From an optimization exercise on the open Yosys and OpenROAD flow, aimed at small area, a short achievable clock period and few clock cycles; shortcuts taken in it are not production practice. The RTL was checked by simulation tests, not by an equivalence proof against the original design.

### flow/run.sh
#!/bin/bash
# synth_recipe.tcl (not shown) runs the flow's synth.tcl, then flattens the netlist and writes it again
# the make line also repeats each setting of config.mk as NAME=value (left out here)
make -C /OpenROAD-flow-scripts/flow DESIGN_CONFIG=/design/flow/config.mk WORK_HOME=/design/flow/orfs CLKGATE_MAP_FILE= SYNTH_SCRIPT=/design/flow/synth_recipe.tcl finish
### flow/config.mk
export PLATFORM = sky130hd
export DESIGN_NAME = vigen_kdf
export DESIGN_NICKNAME = vigen_kdf
export VERILOG_FILES = /design/flow/design.v
export SDC_FILE = /design/flow/constraint.sdc
export NUM_CORES = 4
export LEC_CHECK = 0
export CAP_MARGIN = 20
export CORE_MARGIN = 2
export CORE_UTILIZATION = 30
export SLEW_MARGIN = 20
### flow/constraint.sdc
create_clock -name core_clock -period 10.0 [get_ports {clk}]
set_input_delay 2.0000 -clock core_clock [delete_from_list [all_inputs] [get_ports {clk}]]
set_output_delay 2.0000 -clock core_clock [all_outputs]
set_load 0.01 [all_outputs]
### flow/design.v
module aes_sbox (
  input  wire [7:0] a,
  output wire [7:0] y
);
  function [3:0] gf16_mul(input [3:0] p, input [3:0] q);
    reg [6:0] r;
    begin
      r = ({3'b0, p} & {7{q[0]}}) ^ ({2'b0, p, 1'b0} & {7{q[1]}}) ^
          ({1'b0, p, 2'b0} & {7{q[2]}}) ^ ({p, 3'b0} & {7{q[3]}});
      if (r[6]) r = r ^ 7'b1001100;
      if (r[5]) r = r ^ 7'b0100110;
      if (r[4]) r = r ^ 7'b0010011;
      gf16_mul = r[3:0];
    end
  endfunction
  function [3:0] gf16_inv(input [3:0] p);
    case (p)
      4'h0: gf16_inv = 4'h0;  4'h1: gf16_inv = 4'h1;
      4'h2: gf16_inv = 4'h9;  4'h3: gf16_inv = 4'he;
      4'h4: gf16_inv = 4'hd;  4'h5: gf16_inv = 4'hb;
      4'h6: gf16_inv = 4'h7;  4'h7: gf16_inv = 4'h6;
      4'h8: gf16_inv = 4'hf;  4'h9: gf16_inv = 4'h2;
      4'ha: gf16_inv = 4'hc;  4'hb: gf16_inv = 4'h5;
      4'hc: gf16_inv = 4'ha;  4'hd: gf16_inv = 4'h4;
      4'he: gf16_inv = 4'h3;  default: gf16_inv = 4'h8;
    endcase
  endfunction
  wire [7:0] t;
  assign t[0] = a[0] ^ a[5] ^ a[7];
  assign t[1] = a[2];
  assign t[2] = a[2] ^ a[3] ^ a[4] ^ a[5] ^ a[6] ^ a[7];
  assign t[3] = a[3] ^ a[4];
  assign t[4] = a[4] ^ a[5] ^ a[6];
  assign t[5] = a[1] ^ a[4] ^ a[6] ^ a[7];
  assign t[6] = a[2] ^ a[3] ^ a[5] ^ a[7];
  assign t[7] = a[5] ^ a[7];
  wire [3:0] h = t[7:4];
  wire [3:0] l = t[3:0];
  wire [3:0] d  = gf16_mul(gf16_mul(h, h), 4'h8) ^ gf16_mul(h, l) ^ gf16_mul(l, l);
  wire [3:0] di = gf16_inv(d);
  wire [7:0] v  = {gf16_mul(h, di), gf16_mul(h ^ l, di)};
  wire [7:0] u;
  assign u[0] = v[0] ^ v[2] ^ v[6];
  assign u[1] = v[0] ^ v[1] ^ v[2] ^ v[3] ^ v[4] ^ v[5];
  assign u[2] = v[0] ^ v[3] ^ v[5] ^ v[6];
  assign u[3] = v[0] ^ v[2] ^ v[5];
  assign u[4] = v[0] ^ v[1] ^ v[3] ^ v[4] ^ v[5];
  assign u[5] = v[1] ^ v[2] ^ v[3] ^ v[5] ^ v[6] ^ v[7];
  assign u[6] = v[4] ^ v[6] ^ v[7];
  assign u[7] = v[1] ^ v[2];
  assign y = u ^ 8'h63;
endmodule
module aes256_enc (
  input  wire         clk,
  input  wire         rst,
  input  wire         load,
  input  wire [127:0] block_in,
  input  wire [255:0] key_in,
  output reg          done,
  output wire [127:0] block_out
);
  reg [127:0] state;
  reg [255:0] kwin;     
  reg [3:0]   round;    
  reg [7:0]   rcon;
  reg         busy;
  assign block_out = state;
  wire        even_round = ~round[0];
  wire [31:0] last_w     = kwin[31:0];
  wire [31:0] sub_in     = even_round ? {last_w[23:0], last_w[31:24]} : last_w;
  wire [31:0] sub_out;
  genvar g;
  generate
    for (g = 0; g < 4; g = g + 1) begin : g_ksbox
      aes_sbox u_sbox (.a(sub_in[8*g +: 8]), .y(sub_out[8*g +: 8]));
    end
  endgenerate
  wire [31:0] temp = even_round ? (sub_out ^ {rcon, 24'h0}) : sub_out;
  wire [31:0] nw0  = kwin[255:224] ^ temp;
  wire [31:0] nw1  = kwin[223:192] ^ nw0;
  wire [31:0] nw2  = kwin[191:160] ^ nw1;
  wire [31:0] nw3  = kwin[159:128] ^ nw2;
  wire [127:0] round_key = (round == 4'd1) ? kwin[127:0] : {nw0, nw1, nw2, nw3};
  wire [127:0] sb;
  generate
    for (g = 0; g < 16; g = g + 1) begin : g_sbox
      aes_sbox u_sbox (.a(state[127-8*g -: 8]), .y(sb[127-8*g -: 8]));
    end
  endgenerate
  wire [127:0] sr;
  generate
    for (g = 0; g < 16; g = g + 1) begin : g_shift
      localparam integer R = g % 4;
      localparam integer C = g / 4;
      localparam integer SRC = R + 4 * ((C + R) % 4);
      assign sr[127-8*g -: 8] = sb[127-8*SRC -: 8];
    end
  endgenerate
  function [7:0] xtime(input [7:0] b);
    xtime = {b[6:0], 1'b0} ^ (b[7] ? 8'h1b : 8'h00);
  endfunction
  function [31:0] mix_column(input [31:0] col);
    reg [7:0] a0, a1, a2, a3;
    begin
      a0 = col[31:24];
      a1 = col[23:16];
      a2 = col[15:8];
      a3 = col[7:0];
      mix_column[31:24] = xtime(a0) ^ xtime(a1) ^ a1 ^ a2 ^ a3;
      mix_column[23:16] = a0 ^ xtime(a1) ^ xtime(a2) ^ a2 ^ a3;
      mix_column[15:8]  = a0 ^ a1 ^ xtime(a2) ^ xtime(a3) ^ a3;
      mix_column[7:0]   = xtime(a0) ^ a0 ^ a1 ^ a2 ^ xtime(a3);
    end
  endfunction
  wire [127:0] mc = {mix_column(sr[127:96]), mix_column(sr[95:64]),
                     mix_column(sr[63:32]),  mix_column(sr[31:0])};
  wire [127:0] round_out = ((round == 4'd14) ? sr : mc) ^ round_key;
  always @(posedge clk) begin
    if (rst) begin
      busy  <= 1'b0;
      done  <= 1'b0;
      round <= 4'd0;
      rcon  <= 8'h00;
    end else begin
      done <= 1'b0;
      if (load) begin
        state <= block_in ^ key_in[255:128];
        kwin  <= key_in;
        round <= 4'd1;
        rcon  <= 8'h01;
        busy  <= 1'b1;
      end else if (busy) begin
        state <= round_out;
        if (round != 4'd1) begin
          kwin <= {kwin[127:0], nw0, nw1, nw2, nw3};
          if (even_round)
            rcon <= xtime(rcon);
        end
        round <= round + 4'd1;
        if (round == 4'd14) begin
          busy <= 1'b0;
          done <= 1'b1;
        end
      end
    end
  end
endmodule
module vigen_kdf (
  input  wire         clk,
  input  wire         rst,
  input  wire         start,
  input  wire [255:0] root_key,
  input  wire [3:0]   owner,
  input  wire         machine,
  input  wire [15:0]  epoch,
  output wire         ready,
  output reg          done,
  output wire [255:0] data_key,
  output wire [255:0] tweak_key,
  output reg          weak_root
);
  localparam [1:0] S_IDLE = 2'd0,
                   S_LOAD = 2'd1,
                   S_WAIT = 2'd2;
  reg [1:0]   fsm;
  reg [3:0]   step;       
  reg [255:0] root;
  reg [7:0]   obyte;
  reg [15:0]  ep;
  reg [127:0] k2;         
  reg [127:0] chain;      
  reg [127:0] kout [0:3];
  assign ready     = (fsm == S_IDLE);
  assign data_key  = {kout[0], kout[1]};
  assign tweak_key = {kout[2], kout[3]};
  wire [2:0]   ctr = step[3:1] + {2'b00, step[0]};    
  wire [127:0] m1  = {29'd0, ctr, "XIELA-OWNER", 8'h00};
  wire [127:0] m2  = {obyte, ep, 32'd512, 8'h80, 64'd0};
  reg [127:0] aes_in;
  always @(*) begin
    if (step == 4'd0)
      aes_in = 128'd0;
    else if (step[0])
      aes_in = m1;
    else
      aes_in = chain ^ m2 ^ k2;
  end
  function [127:0] dbl(input [127:0] x);
    dbl = {x[126:0], 1'b0} ^ (x[127] ? 128'h87 : 128'h0);
  endfunction
  wire         aes_done;
  wire [127:0] aes_out;
  aes256_enc u_aes (
    .clk       (clk),
    .rst       (rst),
    .load      (fsm == S_LOAD),
    .block_in  (aes_in),
    .key_in    (root),
    .done      (aes_done),
    .block_out (aes_out)
  );
  always @(posedge clk) begin
    if (rst) begin
      fsm  <= S_IDLE;
      step <= 4'd0;
      done <= 1'b0;
    end else begin
      done <= 1'b0;
      case (fsm)
        S_IDLE: begin
          if (start) begin
            root      <= root_key;
            obyte     <= machine ? 8'h10 : {4'h0, owner};
            ep        <= machine ? 16'h0000 : epoch;
            weak_root <= (root_key == {256{1'b0}}) || (root_key == {256{1'b1}});
            step      <= 4'd0;
            fsm       <= S_LOAD;
          end
        end
        S_LOAD: begin
          fsm <= S_WAIT;
        end
        S_WAIT: begin
          if (aes_done) begin
            if (step == 4'd0)
              k2 <= dbl(dbl(aes_out));
            else if (step[0])
              chain <= aes_out;
            else
              kout[step[3:1] - 3'd1] <= aes_out;
            if (step == 4'd8) begin
              done <= 1'b1;
              fsm  <= S_IDLE;
            end else begin
              step <= step + 4'd1;
              fsm  <= S_LOAD;
            end
          end
        end
        default: fsm <= S_IDLE;
      endcase
    end
  end
endmodule
==> run summary <==
Outcome = finished clean
Multi-input logic area = 54,100 µm²
Cells on Worst Hold Path = 0
Cell count after synthesis = 8,982
Total CTS buffers = 170
Final Max Slew Viols = 0
Vias per cell = 5.21
CTS tree = done
Critical path, cell by cell = xnor2_1 > inv_1 > nor2_1 > or2_2 > xnor2_1 > ha_1 > xnor3_1 > xnor3_1 > xnor2_2 > ha_1 > nor2_1 > and3_1 > o41a_1 > nor4_1 > xnor2_1 > xnor3_1 > xnor3_1 > xnor3_1 > xnor3_1 > xnor3_1 > o21ai_0 > xor2_1 > o21ai_0
Critical path class = reg2reg
Adder-cell share of the synthesized area = 0.0315
Filler Cell Count = 32.8k
Global route overflow = 0
Xor/xnor share of the synthesized area = 0.270
Starting density of the core = 0.301
Synth top area share = 0.429
DRT Wirelength = 388 mm
RR Startpoint = u_aes.state[103]$_DFFE_PP_
Layout cells sized above 1 = 0.0722
Mux cell area share after synthesis = 0.0364
Minimum clock period = 9070 ps
WHS = 460 ps
Sink Count = 1,451
Maximum buffer depth of the clock tree = 4
Biggest area consumer among synthesized cells = edfxtp_1
Worst path slowest cell = xnor2_1
Drt wl/cell = 27.2 µm
Largest stage delay, worst path = 870 ps
Hold Path Sink = chain[84]$_DFFE_PP_
Reg2reg end = u_aes.state[93]$_DFFE_PP_
Post-CTS Resized = 0
Sequential area share after synthesis = 0.433
Total die area = 338,000 µm²
# port buffers = 794
Global-route usage over all layers = 0.220
CP Capture Type = flip-flop
Worst-Margin Slew = 1270 ps
Worst endpoint required time = 10,610 ps
Yosys cell types = 112
Area Overhead vs Synth = 19.2%
Layout Nets = 10.2k
EDFF count, synth = 1,430
First-pass GRT wire length = 534 mm
Vias = 74.2k
Final core occ = 0.359
Vias in the first global route = 68.6k
Synth Flop Type = edfxtp_1
Register area = 43,400 µm²
Post-route cell area = 119,000 µm²
RSZ-0062 raised after global routing = no
Post-DRT Antenna Nets = 0
Synth warn = 3
Crit path max fanout = 15
Setup Buffers After CTS = 0
Detailed Route Iter0 Violations = 9,174
Max_cap viols = 0
Worst path most repeated cell = xnor3_1
CTS Root Cell = clkbuf_16
CP Buf/Inv Count = 1
Largest family of logic cells by synthesized area = XOR/XNOR gates
Achievable Freq = 0.110 GHz
Rel. slew slack = 0.145
Async SR Flop Fraction = 0
Hold_buf cts = 0
Synth Area in Simple Gates = 0.119
CTS H-tree lvls = 4
Final-report setup violation count = 0
IO Count = 795
Detailed Routing Iterations Pass 1 = 6
Remaining DRCs = 0
Final-report hold violation count = 0
Post-Syn Area = 100,000 µm²
Ranking of synthesized cells by area = edfxtp_1 (43%), xnor2_1 (11%), xnor3_1 (7.7%)
Initial antenna violation count = 89
R2R depth = 23
Avg Cell Area, Syn = 11.1 µm²
Worst Hold Class = reg2reg
Seq cells post-synth = 1,451
Syn nets = 9,481
Largest net degree at the start of global routing = 141
Top Family by Delay on Critical Path = XOR/XNOR gates
Skew final = 118 ps
Placed Area = 113,000 µm²
Chip height = 581 µm
Clock transition at path regs = 70 ps
Worst skew pair latency = 920 ps
Register-to-Register Setup Slack = 930 ps
Final Wtd Congestion = 0.989
Row count = 212
HP Start = u_aes.state[84]$_DFFE_PP_
Die width = 581 µm
CP arrival = 9680 ps
Complex-gate fraction of the synthesized area = 0.0817
Final cycle utilization of the critical path = 0.907
DP HPWL = 298 mm
CP Launch Type = flip-flop
Area of the core = 333,000 µm²
## state kept, by name, indices dropped and copies added (netlist names)
name,cells
kout,512
root,256
u_aes.kwin,256
chain,128
k2,128
u_aes.state,128
ep,16
u_aes.rcon,8
obyte,5
step,4
u_aes.round,4
fsm,2
done,1
u_aes.busy,1
u_aes.done,1
weak_root,1
## final cells by class
class,instances,area share
sequential,1451,0.364
antenna,36,0.000755
tap,4387,0.0460
clock inverter,106,0.0117
inverter,236,0.00747
multi-input combinational,6842,0.453
timing repair buffer,994,0.0797
clock buffer,201,0.0373
## per-stage QoR
step / cells / TNS (ps) / worst slack [ps]
finish: 14300 / 0 / 927
global route: 14200 / 0 / 492
CTS: 14200 / 0 / 991
detailed placement: 13900 / 0 / 1040
global placement: 13900 / 0 / 995
floorplan: 8982 / -552520 / -2160
## cell usage in the layout, fill, tap and decap left out, types with 31 or more instances in the layout
master / n
edfxtp_1: 1430
xnor2_1: 1231
nand2_1: 1095
clkdlybuf4s50_1: 794
nor2_1: 633
xor2_1: 623
o21ai_0: 394
xnor3_1: 341
a21oi_1: 293
mux2i_1: 271
ha_1: 219
inv_1: 218
buf_4: 194
clkbuf_16: 173
nand3_1: 145
nor3_1: 119
nand4_1: 115
nor4_1: 97
o211ai_1: 80
xor3_1: 77
nor2b_1: 67
nand2b_1: 63
a211oi_1: 53
and2_1: 50
mux2_2: 49
and3_1: 46
xnor2_2: 41
o22ai_1: 41
maj3_1: 40
or3_1: 39
or2_2: 38
diode_2: 36
a21o_1: 36
o2111ai_1: 31
o21ai_1: 31
## synth_stat cells (68+ instances only)
library cell  count
a21oi_1         295
buf_2           111
clkbuf_1        299
edfxtp_1       1430
ha_1            219
inv_1           219
mux2i_1         271
nand2_1        1097
nand3_1         146
nand4_1         115
nor2_1          636
nor2b_1          68
nor3_1          121
nor4_1          108
o211ai_1         80
o21ai_0         397
xnor2_1        1232
xnor3_1         341
xor2_1          623
xor3_1           77
## cell families (layout without fill, tap and decap cells)
logic type      count (synthesis)  after routing
fa+ha+maj                     260            260
buf+inv                       689           1537
other cells                     0             36
compound gates               1280           1280
mux                           338            338
xor+xnor                     2338           2338
flops                        1451           1451
simple gates                 2626           2626
## layer usage
| metal | share of wire | global-route usage | routed length [µm] |
|---|---|---|---|
| met5 | 0.00048 | 0 | 188 |
| met4 | 0.051 | 0.105 | 19900 |
| met1 | 0.41 | 0.293 | 159000 |
| met2 | 0.44 | 0.338 | 171000 |
| met3 | 0.095 | 0.0501 | 37000 |
## worst max path at each step
stage / endpoint / slack [ps] / cells after the start / start
after floorplan: kout[0][0]$_DFFE_PP_ / -2160 / 4 / rst
after global placement: u_aes.state[93]$_DFFE_PP_ / 1000 / 23 / u_aes.state[101]$_DFFE_PP_
after detailed placement: u_aes.state[93]$_DFFE_PP_ / 1040 / 23 / u_aes.state[103]$_DFFE_PP_
after CTS: u_aes.state[93]$_DFFE_PP_ / 990 / 23 / u_aes.state[103]$_DFFE_PP_
after global routing: u_aes.state[93]$_DFFE_PP_ / 490 / 23 / u_aes.state[103]$_DFFE_PP_
final: u_aes.state[93]$_DFFE_PP_ / 930 / 23 / u_aes.state[103]$_DFFE_PP_
Testbench counts, summed over its fixed seeds: cycles 19,720.

==> port drivers added, routing unchanged <==
In the flow no input, the clock included, has a driving cell. The finished layout below was timed again as built, in two steps.
Step 1 (the two cells are an assumption about what drives the block):
set clk [get_ports {clk}]
set_driving_cell -lib_cell sky130_fd_sc_hd__clkbuf_16 $clk
set_driving_cell -lib_cell sky130_fd_sc_hd__buf_2 [delete_from_list [all_inputs] $clk]
Step 2 moves the port delays by t, midway between the first and last clock arrival at a register: inputs arrive t later, outputs are due t later. That takes back most of the time a late clock gives input paths.
Three values: ideal, step 1, step 2; two values: the first two.
t (ns): 0.990
setup WS [ns]: 0.927 / 0.927 / 0.927
slew at the worst register clock pin (ns): 0.07 / 0.07
pins driven straight from the clock port: 1
After both steps setup and hold are still met in this run. The setup slack of this run moves by 0.000 ns with the drivers and by 0.000 ns with both steps.
